This is an optimization exercise on Yosys and OpenROAD, whose aim is small area and a short achievable clock period, not a production implementation. The RTL was checked by simulation tests, not by an equivalence proof against the original design.

build 77:
// epilogue_unit
module epilogue_unit (
    input  wire        clk,
    input  wire        rst,           
    input  wire        in_valid,
    input  wire [31:0] in_y,          
    input  wire [15:0] in_sc,         
    input  wire [15:0] in_sx,         
    input  wire [31:0] in_bias,       
    input  wire        in_bias_fp16,  
    input  wire        in_null,       
    input  wire        in_relu,       
    input  wire [3:0]  in_fmt,        
    output wire        out_valid,
    output wire [31:0] out_data,      
    output wire [2:0]  out_flags      
);
Size: roughly 50000 um^2 of cells after synthesis.
==> flow/config.mk <==
export PLATFORM = sky130hd
export DESIGN_NAME = epilogue_unit
export DESIGN_NICKNAME = epilogue_unit
export VERILOG_FILES = /design/flow/design.v
export SDC_FILE = /design/flow/constraint.sdc
export NUM_CORES = 4
export LEC_CHECK = 0
export ABC_AREA = 1
export CAP_MARGIN = 20
export CORE_MARGIN = 2
export CORE_UTILIZATION = 40
export SLEW_MARGIN = 40
==> flow/constraint.sdc <==
create_clock -name core_clock -period 30.0 [get_ports {clk}]
set_input_delay 6.0000 -clock core_clock [delete_from_list [all_inputs] [get_ports {clk}]]
set_output_delay 6.0000 -clock core_clock [all_outputs]
set_load 0.01 [all_outputs]
standard.sh (not shown) runs the stock make flow with config.mk's settings and CLKGATE_MAP_FILE= SYNTH_SCRIPT=/design/flow/synth_recipe.tcl, a recipe that flattens the netlist after the stock synthesis.
==> flow/flow/run.sh <==
#!/bin/bash
# The standard layout (standard.sh) with two changes after the standard,
# unchanged synthesis:
#  - buffer_ports inserts sky130_fd_sc_hd__buf_2 port buffers instead of the
#    tool's default pick (a slow delay buffer);
#  - placement, CTS and routing repairs may not use the delay cells
#    (clkdlybuf4s*, dlygate4sd*, dlymetal6s*) as wire or slew buffers.
set -euo pipefail
bash standard.sh synth > synth.log 2>&1
export BUFFER_PORTS_ARGS="-buffer_cell sky130_fd_sc_hd__buf_2"
DLY=""
for c in clkdlybuf4s15_1 clkdlybuf4s15_2 clkdlybuf4s18_1 clkdlybuf4s18_2 clkdlybuf4s25_1 \
         clkdlybuf4s25_2 clkdlybuf4s50_1 clkdlybuf4s50_2 dlygate4sd1_1 dlygate4sd2_1 \
         dlygate4sd3_1 dlymetal6s2s_1 dlymetal6s4s_1 dlymetal6s6s_1; do
    DLY="$DLY sky130_fd_sc_hd__$c"
done
export DONT_USE_CELLS="${DLY# }"
bash standard.sh > layout.log 2>&1
Build 77: flow completed, timing, DRC and antenna clean
The inputs of build 61 differ from those of build 77 as listed below.
Settings: changing CAP_MARGIN from 20 to 30; changing SLEW_MARGIN from 40 to 65; setting CTS_CLUSTER_SIZE to 22 for the first time; setting CTS_CLUSTER_DIAMETER to 150 for the first time.
--- outcome ---
On post-route non-filler standard cell count: build 61 sits below build 77. Register-to-register setup slack, build 77 and build 61, lower one = build 77. There was hardly any difference in average cell area after synthesis between build 77 and build 61. Sort build 77 and build 61 by relative slew slack, descending, and build 61 comes first. Build 77 → build 61: post-route core utilization lost 0.80 points, cell area after layout lost 1.8%. register to primary output as the class of the most critical setup path was reported by build 61, and register to register by build 77.
For build 71, these inputs were changed with respect to build 61:
Settings: a change of CAP_MARGIN from 30 to 60; a deleted CTS_CLUSTER_SIZE that had been 22; a change of CORE_UTILIZATION from 40 to 55; a deleted CTS_CLUSTER_DIAMETER that had been 150; a change of SLEW_MARGIN from 65 to 80.
Results
Compared with build 61, build 71 shows a lower instance count after placement with tap cells included. On setup slack: build 71 sits above build 61. On build 71: proportion of layout cells with a drive suffix above 1 is 5.7 points higher than what build 61 gave. From build 61 to build 71 the numbers moved as follows: design area increased about 7%.

quartz:
epilogue_unit again, from the RTL that the note above started with.
Settings: LEC_CHECK=0, ABC_AREA=1, CAP_MARGIN=30, CORE_MARGIN=2, CORE_UTILIZATION=40, SLEW_MARGIN=65; clock period 30.0 ns.
Scripts as last shown in full above: flow/flow/run.sh
Looking at the reports, quartz completed the entire flow and the layout it produced met the timing, design-rule and antenna checks.
Input-level comparison between willow and quartz:
Settings: a change of CAP_MARGIN from 30 to 40; a change of SLEW_MARGIN from 65 to 60.
### Flow results
- Diff quartz and willow: clock-buffer cell count lower in willow
- willow completed; timing, DRC and antenna clean
- [compare] base=quartz new=willow: clock latency at the later pin of the worst-skew pair comparable; detail-routed via count per cell up 0.34%.
- Summary of willow over quartz: final instance area saw a decrease.
--- input diff willow..zinc ---
Settings: CTS_CLUSTER_SIZE newly set to 26; CAP_MARGIN changed from 40 to 30; SLEW_MARGIN changed from 60 to 65; CTS_CLUSTER_DIAMETER newly set to 170.
==> comparison <==
Between willow and zinc, the cell count went down. Clock tree buffer count of the final layout in zinc is about 65% below willow. zinc against willow; buffer count excluding the clock tree in the final layout is up slightly. Taking willow as the reference, in zinc largest buffer count on any clock path did not really move; standard cell core area did not really move; final setup slack of the worst path went up; global-route usage went down. As far as endpoint arrival time on the critical path is concerned, willow and zinc perform about the same.

[separate check: timing with driven ports]
In the flow no input, the clock included, has a driving cell. The finished layouts below were timed again as built, in two steps.
Step 1 (the two cells are an assumption about what drives the block):
set clk [get_ports {clk}]
set_driving_cell -lib_cell sky130_fd_sc_hd__clkbuf_16 $clk
set_driving_cell -lib_cell sky130_fd_sc_hd__buf_2 [delete_from_list [all_inputs] $clk]
Step 2 adds t to the input delays and takes it off the output delays; t is the mean of the earliest and latest rising clock arrival at the registers after step 1. Input paths then give back, and output paths get back, about the clock's delay inside the block.
Slacks: ideal / step 1 / step 2; pairs: ideal / step 1.
| run | t (ns) | setup slack, ns | worst data-port slew with drivers (ns) |
|---|---|---|---|
| build 77 | 0.742 | 22.768 / 22.734 / 22.607 | 0.05 |
| build 61 | 0.714 | 22.822 / 22.749 / 22.858 | 0.06 |
| build 71 | 0.719 | 22.863 / 22.786 / 23.065 | 0.09 |
| quartz | 0.714 | 22.860 / 22.785 / 22.879 | 0.05 |
| willow | 0.720 | 22.810 / 22.743 / 22.881 | 0.05 |
| zinc | 0.703 | 22.821 / 22.747 / 22.858 | 0.05 |
After both steps every run listed still meets setup and hold. The setup slack of build 77, which loses most, moves by -0.034 ns with the drivers and by -0.161 ns with both steps.
